Background: an optimization exercise with open tools, aiming at small area, a short achievable clock period and few clock cycles per item. Do not read the settings as production practice.
RTL that was checked went through simulation tests only; none was proved equivalent to the original.

Setup of the reference run:
Design sx_tag_engine, start of the top module:
module sx_tag_engine (
  input  wire         clk,
  input  wire         rst,         
  input  wire         start,
  output wire         ready,
  input  wire [127:0] key,
  input  wire [63:0]  uid,
  input  wire [15:0]  acmd,
  input  wire [31:0]  acnt,
  input  wire [15:0]  alen,
  input  wire [63:0]  atag,
  input  wire         in_valid,
  output wire         in_ready,
  input  wire [15:0]  in_data,
  output reg          done,
  output wire [63:0]  tag,
  output reg          match
);
  localparam [1:0] P_IDLE = 2'd0,    
                   P_MSG  = 2'd1,    
                   P_L    = 2'd2,    
                   P_FIN  = 2'd3;    
  reg  [1:0]   ph;
  reg  [127:0] st;         
  reg  [127:0] rk;         
  reg  [127:0] blk;        
  reg  [3:0]   rnd;        
  reg          last;       
  reg  [15:0]  wrem;       
  reg          wz;         
  reg  [2:0]   wpos;       
  reg          bfull;      
  reg  [7:0] rcon;
  always @(*) begin
    case (rnd)
      4'd1:    rcon = 8'h01;
      4'd2:    rcon = 8'h02;
      4'd3:    rcon = 8'h04;
      4'd4:    rcon = 8'h08;
      4'd5:    rcon = 8'h10;
      4'd6:    rcon = 8'h20;
      4'd7:    rcon = 8'h40;
      4'd8:    rcon = 8'h80;
      4'd9:    rcon = 8'h1b;
      default: rcon = 8'h36;
    endcase
  end
  wire [127:0] sr, mc, nrk, kp;
  wire [31:0]  ksw;
  aes_round u_round (.st(st), .rk(rk), .rcon(rcon), .sr(sr), .mc(mc), .next_rk(nrk),
                     .kp(kp), .ksw(ksw));
  wire [127:0] rn = sr ^ nrk;              
  wire [127:0] hdr  = {uid, acmd, acnt, alen};
  wire         full = (alen[3:0] == 4'd0);   
  wire [127:0] mask = full ? {128{1'b1}} : ~({128{1'b1}} >> (8 * alen[3:0]));
  wire [127:0] pad  = full ? 128'd0 : ({8'h80, 120'd0} >> (8 * alen[3:0]));
  wire   idle     = (ph == P_IDLE);
  wire   go       = idle && start;
  ...
Size in the first run: roughly 7500 cells after synthesis, roughly 420 flip-flops, ~410 I/O pins.
clock: 8.0 ns
lec_check: 0
cap_margin: 20
core_margin: 2
core_utilization: 25
place_density: 0.45
slew_margin: 20
synth_hierarchical: 1
synth_minimum_keep_size: 0
run.sh (not shown) runs the stock make flow with config.mk's settings and CLKGATE_MAP_FILE= SYNTH_SCRIPT=/design/flow/synth_recipe.tcl, a recipe that flattens the netlist after the stock synthesis.
The reference run was carried through to the last stage, and its layout satisfied the timing, DRC and antenna checks.
Inputs modified between the reference run and the trial run:
# the reference run
export LEC_CHECK = 0
export CAP_MARGIN = 20
export CORE_MARGIN = 2
export CORE_UTILIZATION = 25
export PLACE_DENSITY = 0.45
export SLEW_MARGIN = 20
export SYNTH_HIERARCHICAL = 1
export SYNTH_MINIMUM_KEEP_SIZE = 0
create_clock -name core_clock -period 8.0 [get_ports {clk}]
# the trial run
export LEC_CHECK = 0
export CAP_MARGIN = 20
export CORE_MARGIN = 2
export CORE_UTILIZATION = 50
export PLACE_DENSITY = 0.65
export SLEW_MARGIN = 20
export SYNTH_HIERARCHICAL = 1
export SYNTH_MINIMUM_KEEP_SIZE = 0
create_clock -name core_clock -period 8.0 [get_ports {clk}]
Notes after the runs:
Taking the reference run as 1.0, the trial run lands at 0.44 on number of fill cells in the layout.
Compared with the reference run, the trial run shows a clock distribution area overhead in the final layout that is 0.20 points lower.
Total placed cells including tap cells (lower): the trial run
Compared with the reference run, the trial run shows a lower initial antenna violation count.
Function was not checked in any run of this note: the RTL went through the layout flow alone.


Setup of cedar:
Another version of the RTL of sx_tag_engine (not shown whole).
Size: about 410 I/O pins.
==> flow/config.mk <==
export PLATFORM = sky130hd
export DESIGN_NAME = sx_tag_engine
export DESIGN_NICKNAME = sx_tag_engine
export VERILOG_FILES = /design/flow/design.v
export SDC_FILE = /design/flow/constraint.sdc
export NUM_CORES = 8
export LEC_CHECK = 0
export CAP_MARGIN = 20
export CELL_PAD_IN_SITES_DETAIL_PLACEMENT = 1
export CORE_MARGIN = 2
export CORE_UTILIZATION = 30
export GPL_ROUTABILITY_DRIVEN = 0
export PLACE_DENSITY = 0.5
export SETUP_SLACK_MARGIN = 2.5
export SLEW_MARGIN = 20
export SYNTH_HIERARCHICAL = 1
export SYNTH_MINIMUM_KEEP_SIZE = 0
==> flow/constraint.sdc <==
create_clock -name core_clock -period 8.0 [get_ports {clk}]
set_input_delay 1.6000 -clock core_clock [delete_from_list [all_inputs] [get_ports {clk}]]
set_output_delay 1.6000 -clock core_clock [all_outputs]
set_load 0.01 [all_outputs]
standard.sh (not shown) runs the stock make flow with config.mk's settings and CLKGATE_MAP_FILE= SYNTH_SCRIPT=/design/flow/synth_recipe.tcl, a recipe that flattens the netlist after the stock synthesis.
==> flow/flow/run.sh <==
#!/bin/bash
# The standard layout (standard.sh), with one change: the port buffers that
# global placement adds are sky130_fd_sc_hd__buf_1 instead of the delay buffer
# buffer_ports picks by itself.  The whole output goes to standard.log here.
set -euo pipefail
export BUFFER_PORTS_ARGS="-buffer_cell sky130_fd_sc_hd__buf_1"
bash standard.sh > standard.log 2>&1
Testbench counts of cedar, summed over its fixed seeds: cycles 13,264, items 256.
#### Input delta (zinc over cedar)
Settings: clearing GPL_ROUTABILITY_DRIVEN, which used to be 0; swapping 2.5 for 2.75 in SETUP_SLACK_MARGIN.
Notes after the runs:
The lower post-layout instance area of zinc and cedar is in cedar. On zinc: largest stage delay on the critical path is 0.08 ns lower than what cedar gave.
#### Input delta (xenon over zinc)
Settings: changing SETUP_SLACK_MARGIN from 2.75 to 2.5; changing CORE_UTILIZATION from 30 to 25; changing PLACE_DENSITY from 0.5 to 0.45.
zinc has a higher met1 track demand over resource in global routing than xenon.
[compare] base=zinc new=xenon: critical path depth shrank by 2, total global-route track usage shrank by 4.4 points, overall routed net length grew by 5000 um.
Higher overall die area among xenon and zinc: xenon
In xenon, the utilization came out 7.1 points below the value in zinc.
In the tables for xenon and zinc, maximum operating frequency reads lower with xenon.
Final cell count ends up higher on xenon.
Of xenon and zinc, zinc shows the higher layout overhead on the synthesized area, with xenon below it.
#### Input delta (maple over xenon)
Settings: CORE_UTILIZATION: 25 -> 30; PLACE_DENSITY: 0.45 -> 0.5; CTS_CLUSTER_SIZE: unset -> 20; CTS_CLUSTER_DIAMETER: unset -> 80.
==> summary.txt <==
A end point of the critical path of st[126]$_DFF_P_ is what maple shows, while st[11]$_DFF_P_ belongs to xenon.
maple vs. xenon: depth of the worst register-to-register path up 1; via count grew by 478.

## static timing again, ports no longer ideal
How much do the figures lean on ideal ports? The routed layouts below were timed once more, with nothing changed but the port constraints.
Step 1, drivers: a clkbuf_16 drives clk and a buf_2 each remaining input, both assumed.
Step 2 also shifts input and output timing later by t, the mid clock arrival at the registers, as if the neighbouring blocks saw the same clock.
a / b / c = no drivers / after step 1 / after step 2; a / b = the first two.
| run | t (ns) | setup WS [ns] | worst setup path after step 2 |
|---|---|---|---|
| the reference run | 0.815 | 0.388 / 0.388 / 0.388 | register to register |
| the trial run | 0.749 | 0.541 / 0.541 / 0.541 | register to register |
| cedar | 0.791 | 2.425 / 2.425 / 1.924 | input to register |
| zinc | 0.801 | 2.705 / 2.705 / 2.333 | input to register |
| xenon | 0.799 | 2.519 / 2.519 / 2.174 | input to register |
| maple | 0.739 | 2.506 / 2.506 / 2.246 | input to register |
After both steps setup and hold are still met in every run listed. For cedar, which loses most, drivers alone change the setup slack by 0.000 ns; drivers and shift together by -0.501 ns.
